What follows belongs to an exercise in optimizing a design on an open flow for small area, a short achievable clock period and few clock cycles; a production flow would make more cautious choices.
In this exercise RTL edits were held to simulation tests only and were not proved equivalent to the original.

==> inputs of trial 90 <==
## chk_block
module chk_block (
    input  wire        clk,
    input  wire        rst,
    input  wire        req_valid,
    output wire        req_ready,
    input  wire [1:0]  req_op,
    input  wire [5:0]  req_addr,
    input  wire [2:0]  req_tenant,
    input  wire [31:0] req_wdata,
    input  wire [5:0]  wv_width,
    input  wire        wv_refin,
    input  wire        wv_refout,
    input  wire [2:0]  wv_fowner,
    input  wire [31:0] wv_poly,
    input  wire [31:0] wv_init,
    input  wire [31:0] wv_xorout,
    input  wire [31:0] wv_ref,
    output reg         rsp_valid,
    output reg  [1:0]  rsp_status,
    output wire [31:0] rsp_rdata
);
    localparam S_IDLE = 3'd0, S_PREP = 3'd1, S_FOLD = 3'd2, S_CMP = 3'd3, S_RFIN = 3'd4;
    localparam K_RUNW = 2'd0, K_FEED = 2'd1, K_CTRL = 2'd2;
    function [31:0] rev32(input [31:0] x);
        integer i;
        for (i = 0; i < 32; i = i + 1) rev32[i] = x[31-i];
    endfunction
    function [7:0] rev8(input [7:0] x);
        integer i;
        for (i = 0; i < 8; i = i + 1) rev8[i] = x[7-i];
    endfunction
    function [31:0] wmask(input [5:0] w);
        wmask = (w >= 6'd32) ? 32'hFFFF_FFFF : ((32'd1 << w) - 32'd1);
    endfunction
    function [31:0] vword(input [31:0] r, input [31:0] xl, input ro);
        vword = ro ? rev32(r ^ xl) : (r ^ xl);
    endfunction
    reg        u_def [0:3];
    reg [5:0]  u_w   [0:3];
    reg        u_ri  [0:3];
    reg        u_ro  [0:3];
    reg [2:0]  u_fo  [0:3];
    reg [31:0] u_pl  [0:3];
    reg [31:0] u_il  [0:3];
    reg [31:0] u_xl  [0:3];
    reg [31:0] u_rl  [0:3];
    reg [23:1] u_q   [0:3];
    reg [5:0]  s_w;
    reg        s_ri, s_ro;
    reg [2:0]  s_fo;
    reg [31:0] s_pl, s_il, s_xl, s_ref, s_run;
    reg [23:1] s_q;
    reg        s_bad;
    reg        s_isref;      
    reg [1:0]  s_u;          
    reg [1:0]  fcnt;
    reg        s_val;        
    reg [23:0] d_dat;
    reg [1:0]  d_cnt;
    reg [2:0]  state;
    reg        p_do;
    reg [1:0]  p_kind;
    reg [1:0]  p_u;
    reg [31:0] o_word;
    reg [11:0] o_sh;
  ...
export LEC_CHECK = 0
export CAP_MARGIN = 20
export CORE_MARGIN = 2
export CORE_UTILIZATION = 30
export SLEW_MARGIN = 20
create_clock -name core_clock -period 20.0 [get_ports {clk}]
standard.sh (not shown) runs the stock make flow with config.mk's settings and CLKGATE_MAP_FILE= SYNTH_SCRIPT=/design/flow/synth_recipe.tcl, a recipe that flattens the netlist after the stock synthesis.
==> flow/flow/run.sh <==
#!/bin/bash
# Standard layout, with timing repair aimed at a tighter clock than the
# 20 ns constraint (repair stops once setup slack reaches the margin).
set -euo pipefail
bash standard.sh SETUP_SLACK_MARGIN=13.5 finish > standard.log 2>&1
==> build 5: changes against trial 90 <==
--- a/flow/design.v
+++ b/flow/design.v
@@ -92,39 +92,40 @@
         for (i = 0; i < 32; i = i + 1) rev32[i] = x[31-i];
     endfunction
     function [7:0] rev8(input [7:0] x);
         integer i;
         for (i = 0; i < 8; i = i + 1) rev8[i] = x[7-i];
     endfunction
     function [31:0] wmask(input [5:0] w);
-        wmask = (w >= 6'd32) ? 32'hFFFF_FFFF : ((32'd1 << w) - 32'd1);
+        integer i;
+        for (i = 0; i < 32; i = i + 1) wmask[i] = (w > i);
     endfunction
     function [31:0] vword(input [31:0] r, input [31:0] xl, input ro);
         vword = ro ? rev32(r ^ xl) : (r ^ xl);
     endfunction
     reg        u_def [0:3];
     reg [5:0]  u_w   [0:3];
     reg        u_ri  [0:3];
     reg        u_ro  [0:3];
     reg [2:0]  u_fo  [0:3];
-    reg [31:0] u_pl  [0:3];
+    reg [8:0]  u_pl  [0:3];      
     reg [31:0] u_il  [0:3];
     reg [31:0] u_xl  [0:3];
     reg [31:0] u_rl  [0:3];
     reg [23:1] u_q   [0:3];
     reg [5:0]  s_w;
     reg        s_ri, s_ro;
     reg [2:0]  s_fo;
     reg [31:0] s_pl, s_il, s_xl, s_ref, s_run;
     reg [23:1] s_q;
     reg        s_bad;
     reg        s_isref;      
     reg [1:0]  s_u;          
     reg [1:0]  fcnt;
-    reg        s_val;        
+    reg [1:0]  s_rd;         
     reg [23:0] d_dat;
     reg [1:0]  d_cnt;
     reg [2:0]  state;
     reg        p_do;
     reg [1:0]  p_kind;
     reg [1:0]  p_u;
     reg [31:0] o_word;
@@ -156,15 +157,15 @@
     wire [1:0] u = req_addr[5:4];
     wire [3:0] r = req_addr[3:0];
     wire        m_def = u_def[u];
     wire [5:0]  m_w   = u_w[u];
     wire        m_ri  = u_ri[u];
     wire        m_ro  = u_ro[u];
     wire [2:0]  m_fo  = u_fo[u];
-    wire [31:0] m_pl  = u_pl[u];
+    wire [8:0]  m_pl  = u_pl[u];
     wire [31:0] m_il  = u_il[u];
     wire [31:0] m_xl  = u_xl[u];
     wire [31:0] m_rl  = u_rl[u];
     wire [23:1] m_q   = u_q[u];
     wire [11:0] u_shd [0:3];
     genvar gu;
     generate
@@ -197,31 +198,45 @@
             2'd2:    feed_bytes = {8'd0, b0, b1};
             default: feed_bytes = {16'd0, b0};
             endcase
         end
     endfunction
     wire [31:0] fold_out;
     ck_unit u_eng (
-        .rl(s_run), .pl(s_pl), .q(s_q), .dat(d_dat), .cnt(d_cnt), .rl_out(fold_out)
+        .rl(s_run), .pl(e_pl), .q(s_q), .dat(d_dat), .cnt(d_cnt), .rl_out(fold_out)
     );
     wire [4:0]  st_s  = 5'd0 - s_w[4:0];
-    wire [31:0] shl_in = (state == S_PREP) ? s_pl : s_ref;
+    wire [31:0] shl_in = (state == S_PREP) ? s_il : s_ref;
     wire [31:0] shl_out = shl_in << st_s;
     wire [31:0] new_rl = (p_kind == K_RUNW) ? shl_out :
                          (p_kind == K_CTRL) ? s_il : fold_out;
-    wire [23:1] prep_q;
-    ck_qinv u_qinv (.pl(shl_out), .q(prep_q));
-    wire        hazard = p_do && (p_u == u);
+    reg  [31:0] qv_in;
+    integer j1;
+    always @* begin
+        qv_in = rev32(sh_out);
+        if (state != S_PREP) begin
+            qv_in[8:0] = 9'd0;
+            for (j1 = 1; j1 < 24; j1 = j1 + 1) qv_in[32-j1] = s_q[j1];
+        end
+    end
+    wire [23:1] qv_out;
+    ck_qinv u_qinv (.pl(qv_in), .q(qv_out));
+    wire [23:1] prep_q = qv_out;
+    reg  [31:0] e_pl;        
+    always @* begin
+        e_pl = {23'd0, s_pl[8:0]};
+        for (j1 = 1; j1 < 24; j1 = j1 + 1) e_pl[32-j1] = qv_out[j1];
+    end
+    wire [3:0]  hz = {4{p_do}} & (4'd1 << p_u);
+    wire        hazard = hz[u];
     wire [31:0] m_rle  = hazard ? new_rl : m_rl;
     wire [31:0] wv_mask = wmask(wv_width);
     wire static_ok =
         (wv_width >= 6'd3) && (wv_width <= 6'd32) && wv_poly[0] &&
-        ((wv_poly   & ~wv_mask) == 32'd0) &&
-        ((wv_init   & ~wv_mask) == 32'd0) &&
-        ((wv_xorout & ~wv_mask) == 32'd0) &&
+        (((wv_poly | wv_init | wv_xorout) & ~wv_mask) == 32'd0) &&
         ((wv_fowner <= 3'd4) || (wv_fowner == 3'd7));
     wire [31:0] s_mask = wmask(s_w);
     wire cmp_ok = !s_bad && ((s_run ^ s_xl) == s_ref);
     wire guarded_rd = (r == 4'h4) || (r == 4'h7);
     wire run_wr     = (r == 4'h4) || (r == 4'h5) || (r == 4'h6);
     reg [31:0] rd_word;
     reg [11:0] rd_sh;
@@ -229,22 +244,23 @@
         rd_word = m_rl;
         rd_sh = 12'd0;
         case (r)
         4'h0: begin
             rd_word = {21'd0, m_foe, m_ro & m_def, m_ri & m_def, m_def ? m_w : 6'd0};
             rd_sh = shdec(5'd0);
         end
-        4'h1: begin rd_word = m_pl; rd_sh = m_sh; end
+        4'h1: ;      
         4'h2: begin rd_word = m_il; rd_sh = m_sh; end
         4'h3: begin rd_word = vword(32'd0, m_xl, m_ro); rd_sh = m_ro ? shdec(5'd0) : m_sh; end
         4'h4: begin rd_word = m_rl; rd_sh = m_sh; end
         4'h7: begin rd_word = vword(m_rl, m_xl, m_ro); rd_sh = m_ro ? shdec(5'd0) : m_sh; end
         default: ;
         endcase
-        if ((!m_def && r != 4'h0) || (guarded_rd && !allowed) || r == 4'hD) rd_sh = 12'd0;
+        if ((!m_def && r != 4'h0) || (guarded_rd && !allowed) || r == 4'hD || r == 4'h1)
+            rd_sh = 12'd0;
     end
     integer k;
     always @(posedge clk) begin
         if (rst) begin
             for (k = 0; k < 4; k = k + 1) u_def[k] <= 1'b0;
             state <= S_IDLE;
             rsp_valid <= 1'b0;
@@ -259,14 +275,17 @@
                     if (req_op == 2'd0) begin
                         rsp_valid <= 1'b1;
                         if (guarded_rd && !allowed)
                             rsp_status <= 2'd1;
                         else if (guarded_rd && hazard) begin
                             rsp_valid <= 1'b0;
                             state <= S_RFIN;
+                        end else if (r == 4'h1 && m_def) begin
+                            rsp_valid <= 1'b0;
+                            state <= S_RFIN;
                         end else if (r == 4'hD && m_def) begin
                             rsp_valid <= 1'b0;
                             state <= S_FOLD;
                         end
                     end else if (req_op == 2'd1) begin
                         rsp_valid <= 1'b1;
                         if (run_wr) begin
@@ -308,42 +327,42 @@
         d_dat <= chk_bytes(fcnt + 2'd1, s_ri);
         d_cnt <= 2'd3;
         case (state)
         S_IDLE: begin
             s_w   <= req_op[1] ? wv_width  : m_w;
             s_ri  <= req_op[1] ? wv_refin  : m_ri;
             s_ro  <= req_op[1] ? wv_refout : m_ro;
-            s_pl  <= req_op[1] ? wv_poly   : m_pl;
+            s_pl  <= req_op[1] ? wv_poly   : {23'd0, m_pl};
             s_il  <= req_op[1] ? wv_init   : m_il;
             s_xl  <= req_op[1] ? wv_xorout : m_xl;
             s_ref <= req_op[1] ? wv_ref    : req_wdata;
             s_fo  <= wv_fowner;
             s_q   <= m_q;
             s_run <= r[3] ? m_il : m_rle;
             s_u   <= u;
-            s_val <= r[0];
+            s_rd  <= (r == 4'h1) ? 2'd2 : {1'b0, r[0]};
             s_isref <= !req_op[1];
             d_dat <= r[3] ? chk_bytes(2'd0, m_ri) : feed_bytes(req_wdata[25:0], m_ri);
             d_cnt <= r[3] ? 2'd3 : req_wdata[25:24];
             fcnt  <= 2'd0;
             p_kind <= (r == 4'h4) ? K_RUNW : (r == 4'h5) ? K_FEED : K_CTRL;
             p_u   <= u;
             if (req_op[1]) begin
-                o_word <= rev32(wv_init);
+                o_word <= rev32(wv_poly);
                 o_sh <= static_ok ? shdec(5'd0 - wv_width[4:0]) : 12'd0;
             end else begin
                 o_word <= rd_word;
                 o_sh <= req_op[0] ? 12'd0 : rd_sh;
             end
         end
         S_PREP: begin
-            s_pl <= shl_out;
+            s_pl <= rev32(sh_out);
             s_q <= prep_q;
-            s_il <= rev32(sh_out);
-            s_run <= rev32(sh_out);
+            s_il <= shl_out;
+            s_run <= shl_out;
             o_word <= rev32(s_xl);
             o_sh <= shdec(st_s);
             d_dat <= chk_bytes(2'd0, s_ri);
         end
         S_FOLD: begin
             fcnt <= fcnt + 2'd1;
             if (!s_isref && fcnt == 2'd0) begin
@@ -351,19 +370,23 @@
                 s_ref <= s_ro ? rev32(s_ref) : shl_out;
                 s_bad <= (s_ref & ~s_mask) != 32'd0;
             end
         end
         S_CMP: begin
             if (cmp_ok) begin
                 u_w[s_u] <= s_w; u_ri[s_u] <= s_ri; u_ro[s_u] <= s_ro;
-                u_fo[s_u] <= s_fo; u_pl[s_u] <= s_pl; u_il[s_u] <= s_il;
+                u_fo[s_u] <= s_fo; u_pl[s_u] <= s_pl[8:0]; u_il[s_u] <= s_il;
                 u_xl[s_u] <= s_xl; u_rl[s_u] <= s_il; u_q[s_u] <= s_q;
             end
         end
         S_RFIN: begin
-            o_word <= s_val ? vword(s_run, s_xl, s_ro) : s_run;
-            o_sh <= shdec((s_ro && s_val) ? 5'd0 : st_s);
+            case (s_rd)
+            2'd0:    o_word <= s_run;
+            2'd1:    o_word <= vword(s_run, s_xl, s_ro);
+            default: o_word <= e_pl;
+            endcase
+            o_sh <= shdec((s_ro && s_rd == 2'd1) ? 5'd0 : st_s);
         end
         default: ;
         endcase
     end
 endmodule
==> flow/config.mk (replaced) <==
export PLATFORM = sky130hd
export DESIGN_NAME = chk_block
export DESIGN_NICKNAME = chk_block
export VERILOG_FILES = /design/flow/design.v
export SDC_FILE = /design/flow/constraint.sdc
export NUM_CORES = 4
export LEC_CHECK = 0
export CAP_MARGIN = 20
export CORE_MARGIN = 2
export CORE_UTILIZATION = 45
export CTS_BUF_LIST = sky130_fd_sc_hd__clkbuf_4 sky130_fd_sc_hd__clkbuf_8
export SLEW_MARGIN = 20
==> trial 48: changes against trial 90 <==
--- a/flow/design.v
+++ b/flow/design.v
@@ -92,79 +92,85 @@
         for (i = 0; i < 32; i = i + 1) rev32[i] = x[31-i];
     endfunction
     function [7:0] rev8(input [7:0] x);
         integer i;
         for (i = 0; i < 8; i = i + 1) rev8[i] = x[7-i];
     endfunction
     function [31:0] wmask(input [5:0] w);
-        wmask = (w >= 6'd32) ? 32'hFFFF_FFFF : ((32'd1 << w) - 32'd1);
+        integer i;
+        for (i = 0; i < 32; i = i + 1) wmask[i] = (w > i);
     endfunction
     function [31:0] vword(input [31:0] r, input [31:0] xl, input ro);
         vword = ro ? rev32(r ^ xl) : (r ^ xl);
     endfunction
     reg        u_def [0:3];
     reg [5:0]  u_w   [0:3];
     reg        u_ri  [0:3];
     reg        u_ro  [0:3];
     reg [2:0]  u_fo  [0:3];
-    reg [31:0] u_pl  [0:3];
+    reg [8:0]  u_pl  [0:3];      
     reg [31:0] u_il  [0:3];
     reg [31:0] u_xl  [0:3];
     reg [31:0] u_rl  [0:3];
     reg [23:1] u_q   [0:3];
     reg [5:0]  s_w;
     reg        s_ri, s_ro;
     reg [2:0]  s_fo;
     reg [31:0] s_pl, s_il, s_xl, s_ref, s_run;
     reg [23:1] s_q;
     reg        s_bad;
     reg        s_isref;      
     reg [1:0]  s_u;          
     reg [1:0]  fcnt;
-    reg        s_val;        
+    reg [1:0]  s_rd;         
     reg [23:0] d_dat;
     reg [1:0]  d_cnt;
     reg [2:0]  state;
     reg        p_do;
     reg [1:0]  p_kind;
     reg [1:0]  p_u;
     reg [31:0] o_word;
-    reg [11:0] o_sh;
+    reg [7:0]  o_sh;
     function [11:0] shdec(input [4:0] n);
         begin
             shdec = 12'd0;
             shdec[8 + n[4:3]] = 1'b1;
             shdec[n[2:0]] = 1'b1;
         end
     endfunction
-    reg [31:0] sh_mid, sh_out;
+    function [31:0] cshift(input [31:0] x, input [11:0] sh);
+        integer i, j;
+        begin
+            for (i = 0; i < 32; i = i + 1) begin
+                cshift[i] = 1'b0;
+                for (j = 0; j < 4; j = j + 1)
+                    if (i + 8*j < 32) cshift[i] = cshift[i] | (sh[8+j] & x[i+8*j]);
+            end
+        end
+    endfunction
+    reg [31:0] sh_out;
     integer i2, j2;
     always @* begin
         for (i2 = 0; i2 < 32; i2 = i2 + 1) begin
-            sh_mid[i2] = 1'b0;
-            for (j2 = 0; j2 < 4; j2 = j2 + 1)
-                if (i2 + 8*j2 < 32) sh_mid[i2] = sh_mid[i2] | (o_sh[8+j2] & o_word[i2+8*j2]);
-        end
-        for (i2 = 0; i2 < 32; i2 = i2 + 1) begin
             sh_out[i2] = 1'b0;
             for (j2 = 0; j2 < 8; j2 = j2 + 1)
-                if (i2 + j2 < 32) sh_out[i2] = sh_out[i2] | (o_sh[j2] & sh_mid[i2+j2]);
+                if (i2 + j2 < 32) sh_out[i2] = sh_out[i2] | (o_sh[j2] & o_word[i2+j2]);
         end
     end
     assign rsp_rdata = sh_out;
     assign req_ready = (state == S_IDLE);
     wire accept = req_valid && (state == S_IDLE);
     wire [1:0] u = req_addr[5:4];
     wire [3:0] r = req_addr[3:0];
     wire        m_def = u_def[u];
     wire [5:0]  m_w   = u_w[u];
     wire        m_ri  = u_ri[u];
     wire        m_ro  = u_ro[u];
     wire [2:0]  m_fo  = u_fo[u];
-    wire [31:0] m_pl  = u_pl[u];
+    wire [8:0]  m_pl  = u_pl[u];
     wire [31:0] m_il  = u_il[u];
     wire [31:0] m_xl  = u_xl[u];
     wire [31:0] m_rl  = u_rl[u];
     wire [23:1] m_q   = u_q[u];
     wire [11:0] u_shd [0:3];
     genvar gu;
     generate
@@ -197,31 +203,46 @@
             2'd2:    feed_bytes = {8'd0, b0, b1};
             default: feed_bytes = {16'd0, b0};
             endcase
         end
     endfunction
     wire [31:0] fold_out;
     ck_unit u_eng (
-        .rl(s_run), .pl(s_pl), .q(s_q), .dat(d_dat), .cnt(d_cnt), .rl_out(fold_out)
+        .rl(s_run), .pl(e_pl), .q(s_q), .dat(d_dat), .cnt(d_cnt), .rl_out(fold_out)
     );
     wire [4:0]  st_s  = 5'd0 - s_w[4:0];
-    wire [31:0] shl_in = (state == S_PREP) ? s_pl : s_ref;
+    wire [31:0] shl_in = (state == S_PREP) ? s_il : s_ref;
     wire [31:0] shl_out = shl_in << st_s;
     wire [31:0] new_rl = (p_kind == K_RUNW) ? shl_out :
                          (p_kind == K_CTRL) ? s_il : fold_out;
-    wire [23:1] prep_q;
-    ck_qinv u_qinv (.pl(shl_out), .q(prep_q));
-    wire        hazard = p_do && (p_u == u);
+    reg  [31:0] qv_in;
+    integer j1;
+    always @* begin
+        qv_in = rev32(sh_out);
+        if (state != S_PREP) begin
+            qv_in[8:0] = 9'd0;
+            for (j1 = 1; j1 < 24; j1 = j1 + 1) qv_in[32-j1] = s_q[j1];
+        end
+    end
+    wire [23:1] qv_out;
+    ck_qinv u_qinv (.pl(qv_in), .q(qv_out));
+    wire [23:1] prep_q = qv_out;
+    reg  [31:0] e_pl;        
+    always @* begin
+        e_pl = {23'd0, s_pl[8:0]};
+        for (j1 = 1; j1 < 24; j1 = j1 + 1) e_pl[32-j1] = qv_out[j1];
+    end
+    wire [3:0]  hz = {4{p_do}} & (4'd1 << p_u);
+    wire        hazard = hz[u];
     wire [31:0] m_rle  = hazard ? new_rl : m_rl;
     wire [31:0] wv_mask = wmask(wv_width);
+    wire [11:0] wv_shd = shdec(5'd0 - wv_width[4:0]);
     wire static_ok =
         (wv_width >= 6'd3) && (wv_width <= 6'd32) && wv_poly[0] &&
-        ((wv_poly   & ~wv_mask) == 32'd0) &&
-        ((wv_init   & ~wv_mask) == 32'd0) &&
-        ((wv_xorout & ~wv_mask) == 32'd0) &&
+        (((wv_poly | wv_init | wv_xorout) & ~wv_mask) == 32'd0) &&
         ((wv_fowner <= 3'd4) || (wv_fowner == 3'd7));
     wire [31:0] s_mask = wmask(s_w);
     wire cmp_ok = !s_bad && ((s_run ^ s_xl) == s_ref);
     wire guarded_rd = (r == 4'h4) || (r == 4'h7);
     wire run_wr     = (r == 4'h4) || (r == 4'h5) || (r == 4'h6);
     reg [31:0] rd_word;
     reg [11:0] rd_sh;
@@ -229,23 +250,28 @@
         rd_word = m_rl;
         rd_sh = 12'd0;
         case (r)
         4'h0: begin
             rd_word = {21'd0, m_foe, m_ro & m_def, m_ri & m_def, m_def ? m_w : 6'd0};
             rd_sh = shdec(5'd0);
         end
-        4'h1: begin rd_word = m_pl; rd_sh = m_sh; end
+        4'h1: ;      
         4'h2: begin rd_word = m_il; rd_sh = m_sh; end
         4'h3: begin rd_word = vword(32'd0, m_xl, m_ro); rd_sh = m_ro ? shdec(5'd0) : m_sh; end
         4'h4: begin rd_word = m_rl; rd_sh = m_sh; end
         4'h7: begin rd_word = vword(m_rl, m_xl, m_ro); rd_sh = m_ro ? shdec(5'd0) : m_sh; end
         default: ;
         endcase
-        if ((!m_def && r != 4'h0) || (guarded_rd && !allowed) || r == 4'hD) rd_sh = 12'd0;
+        if ((!m_def && r != 4'h0) || (guarded_rd && !allowed) || r == 4'hD || r == 4'h1)
+            rd_sh = 12'd0;
     end
+    wire [31:0] rf_word = (s_rd == 2'd0) ? s_run :
+                          (s_rd == 2'd1) ? vword(s_run, s_xl, s_ro) : e_pl;
+    wire [11:0] rf_sh   = shdec((s_ro && s_rd == 2'd1) ? 5'd0 : st_s);
+    wire [11:0] st_shd  = shdec(st_s);
     integer k;
     always @(posedge clk) begin
         if (rst) begin
             for (k = 0; k < 4; k = k + 1) u_def[k] <= 1'b0;
             state <= S_IDLE;
             rsp_valid <= 1'b0;
             p_do <= 1'b0;
@@ -259,14 +285,17 @@
                     if (req_op == 2'd0) begin
                         rsp_valid <= 1'b1;
                         if (guarded_rd && !allowed)
                             rsp_status <= 2'd1;
                         else if (guarded_rd && hazard) begin
                             rsp_valid <= 1'b0;
                             state <= S_RFIN;
+                        end else if (r == 4'h1 && m_def) begin
+                            rsp_valid <= 1'b0;
+                            state <= S_RFIN;
                         end else if (r == 4'hD && m_def) begin
                             rsp_valid <= 1'b0;
                             state <= S_FOLD;
                         end
                     end else if (req_op == 2'd1) begin
                         rsp_valid <= 1'b1;
                         if (run_wr) begin
@@ -285,85 +314,88 @@
             end
             S_PREP: state <= S_FOLD;
             S_FOLD: if (fcnt == 2'd2) state <= s_isref ? S_RFIN : S_CMP;
             S_CMP: begin
                 rsp_valid <= 1'b1;
                 rsp_status <= cmp_ok ? 2'd0 : 2'd2;
                 if (cmp_ok) u_def[s_u] <= 1'b1;
+                p_do <= cmp_ok;
                 state <= S_IDLE;
             end
             S_RFIN: begin
                 rsp_valid <= 1'b1;
                 rsp_status <= 2'd0;
                 state <= S_IDLE;
             end
             default: state <= S_IDLE;
             endcase
         end
     end
     always @(posedge clk) begin
         if (p_do) u_rl[p_u] <= new_rl;
         o_word <= rd_word;
-        o_sh <= 12'd0;
+        o_sh <= 8'd0;
         s_run <= fold_out;
         d_dat <= chk_bytes(fcnt + 2'd1, s_ri);
         d_cnt <= 2'd3;
         case (state)
         S_IDLE: begin
             s_w   <= req_op[1] ? wv_width  : m_w;
             s_ri  <= req_op[1] ? wv_refin  : m_ri;
             s_ro  <= req_op[1] ? wv_refout : m_ro;
-            s_pl  <= req_op[1] ? wv_poly   : m_pl;
+            s_pl  <= req_op[1] ? wv_poly   : {23'd0, m_pl};
             s_il  <= req_op[1] ? wv_init   : m_il;
             s_xl  <= req_op[1] ? wv_xorout : m_xl;
             s_ref <= req_op[1] ? wv_ref    : req_wdata;
             s_fo  <= wv_fowner;
             s_q   <= m_q;
             s_run <= r[3] ? m_il : m_rle;
             s_u   <= u;
-            s_val <= r[0];
+            s_rd  <= (r == 4'h1) ? 2'd2 : {1'b0, r[0]};
             s_isref <= !req_op[1];
             d_dat <= r[3] ? chk_bytes(2'd0, m_ri) : feed_bytes(req_wdata[25:0], m_ri);
             d_cnt <= r[3] ? 2'd3 : req_wdata[25:24];
             fcnt  <= 2'd0;
             p_kind <= (r == 4'h4) ? K_RUNW : (r == 4'h5) ? K_FEED : K_CTRL;
             p_u   <= u;
             if (req_op[1]) begin
-                o_word <= rev32(wv_init);
-                o_sh <= static_ok ? shdec(5'd0 - wv_width[4:0]) : 12'd0;
+                o_word <= cshift(rev32(wv_poly), wv_shd);
+                o_sh <= static_ok ? wv_shd[7:0] : 8'd0;
             end else begin
-                o_word <= rd_word;
-                o_sh <= req_op[0] ? 12'd0 : rd_sh;
+                o_word <= cshift(rd_word, rd_sh);
+                o_sh <= req_op[0] ? 8'd0 : rd_sh[7:0];
             end
         end
         S_PREP: begin
-            s_pl <= shl_out;
+            s_pl <= rev32(sh_out);
             s_q <= prep_q;
-            s_il <= rev32(sh_out);
-            s_run <= rev32(sh_out);
-            o_word <= rev32(s_xl);
-            o_sh <= shdec(st_s);
+            s_il <= shl_out;
+            s_run <= shl_out;
+            o_word <= cshift(rev32(s_xl), st_shd);
+            o_sh <= st_shd[7:0];
             d_dat <= chk_bytes(2'd0, s_ri);
         end
         S_FOLD: begin
             fcnt <= fcnt + 2'd1;
             if (!s_isref && fcnt == 2'd0) begin
                 s_xl <= s_ro ? rev32(s_xl) : rev32(sh_out);
                 s_ref <= s_ro ? rev32(s_ref) : shl_out;
                 s_bad <= (s_ref & ~s_mask) != 32'd0;
             end
         end
         S_CMP: begin
             if (cmp_ok) begin
                 u_w[s_u] <= s_w; u_ri[s_u] <= s_ri; u_ro[s_u] <= s_ro;
-                u_fo[s_u] <= s_fo; u_pl[s_u] <= s_pl; u_il[s_u] <= s_il;
-                u_xl[s_u] <= s_xl; u_rl[s_u] <= s_il; u_q[s_u] <= s_q;
+                u_fo[s_u] <= s_fo; u_pl[s_u] <= s_pl[8:0]; u_il[s_u] <= s_il;
+                u_xl[s_u] <= s_xl; u_q[s_u] <= s_q;
             end
+            p_kind <= K_CTRL;
+            p_u <= s_u;
         end
         S_RFIN: begin
-            o_word <= s_val ? vword(s_run, s_xl, s_ro) : s_run;
-            o_sh <= shdec((s_ro && s_val) ? 5'd0 : st_s);
+            o_word <= cshift(rf_word, rf_sh);
+            o_sh <= rf_sh[7:0];
         end
         default: ;
         endcase
     end
 endmodule
==> flow/flow/run.sh (replaced) <==
#!/bin/bash
# Standard layout, with timing repair aimed at a tighter clock than the
# 20 ns constraint (repair stops once setup slack reaches the margin), and
# plain buffers (not delay cells) on the ports.
set -euo pipefail
bash standard.sh SETUP_SLACK_MARGIN=13.5 "BUFFER_PORTS_ARGS=-buffer_cell sky130_fd_sc_hd__buf_2" finish > standard.log 2>&1
==> flow/config.mk (replaced) <==
export PLATFORM = sky130hd
export DESIGN_NAME = chk_block
export DESIGN_NICKNAME = chk_block
export VERILOG_FILES = /design/flow/design.v
export SDC_FILE = /design/flow/constraint.sdc
export NUM_CORES = 4
export LEC_CHECK = 0
export CAP_MARGIN = 10
export CORE_MARGIN = 2
export CORE_UTILIZATION = 45
export CTS_CLUSTER_DIAMETER = 70
export CTS_CLUSTER_SIZE = 30
export SLEW_MARGIN = 10
==> notes <==
- Trial 90 went through all stages and came out clean. Build 5 went through all stages and came out clean. Trial 48 went through all stages and came out clean.
- Non-clock buffer count: build 5 is lower than trial 90 (41).
- The highest setup slack belongs to trial 48, the lowest to trial 90.
- Between trial 48 and build 5, the lower cell count is in trial 48 (gap 2.7%, measured against build 5).
- The highest die area belongs to trial 90, the lowest to build 5.
- The lowest clock-buffer cell count belongs to trial 48, the highest to build 5.
- Against build 5, the sequential share of layout area of trial 90 is higher by 1.2 points.
- In build 5 the worst hold slack is worse than in trial 90, by 0.013 ns.
- Global-route usage: trial 90 < trial 48 < build 5.
==> figures <==
Run status: trial 90 finished clean; build 5 finished clean; trial 48 finished clean
Number of buffers added by the clock tree synthesis step: trial 90 103; build 5 146; trial 48 66
Routed wire length per instance: trial 90 33.0 um; build 5 34.8 um; trial 48 35.4 um
Startpoint of the most critical hold path: trial 90 s_il[29]; build 5 s_fo[1]; trial 48 s_pl[4]
Number of placement rows: trial 90 171; build 5 133; trial 48 134
Die Area: trial 90 221000 sq um; build 5 135000 sq um; trial 48 137000 sq um
Relative area of clock buffers and inverters in the final design: trial 90 4.57%; build 5 4.32%; trial 48 3.81%
Count of multi-input combinational gates: trial 90 4952; build 5 4656; trial 48 4769
Met3 Resource Use GR: trial 90 9.71%; build 5 14.7%; trial 48 13.8%
Number of flip-flops and latches: trial 90 932; build 5 818; trial 48 816
WL met1: trial 90 117 mm; build 5 109 mm; trial 48 108 mm
Total length of routed wires: trial 90 321 mm; build 5 288 mm; trial 48 285 mm
H-tree Lvls: trial 90 3; build 5 4; trial 48 3
Crit Reg-Reg Startpoint: trial 90 o_sh[8]; build 5 o_sh[9]; trial 48 state[1]
Multi-input gate area in the final layout: trial 90 37100 sq um; build 5 35400 sq um; trial 48 35400 sq um
Part of the cycle the worst path needs: trial 90 35.7%; build 5 35.1%; trial 48 32.8%
Starting density of the core: trial 90 30.1%; build 5 45.2%; trial 48 45.3%
Post-CTS setup repair buffer count: trial 90 223; build 5 152; trial 48 26
Testbench counts of trial 90, summed over its fixed seeds: cycles 6,540.
Testbench counts of build 5, summed over its fixed seeds: cycles 6,554.
Testbench counts of trial 48, summed over its fixed seeds: cycles 6,567.

==> afterwards: timing with drivers on the ports <==
No port has a modelled driver above. Below, the same layouts with a new extraction and two added sets of constraints. Step 1: set_driving_cell puts a clkbuf_16 on clk and a buf_2 on each other input, an assumption about the parent block. Step 2 also shifts input and output timing later by t, the mid clock arrival at the registers, as if the neighbouring blocks saw the same clock. Slacks: no drivers / after step 1 / after step 2; pairs: no drivers / after step 1.
run | t, ns | slack for setup (ns) | hold WS [ns] | worst setup path after step 2 | pins driven straight from the clock port
trial 90 | 0.836 | 12.866 / 12.831 / 11.995 | 0.527 / 0.527 / 0.527 | input to register | 1
build 5 | 0.952 | 12.979 / 12.900 / 12.556 | 0.514 / 0.514 / 0.514 | input to register | 1
trial 48 | 0.788 | 13.433 / 13.325 / 12.537 | 0.506 / 0.506 / 0.506 | input to register | 1
After both steps every run listed still meets setup and hold. For trial 48, which loses most, drivers alone change the setup slack by -0.108 ns; drivers and shift together by -0.896 ns.
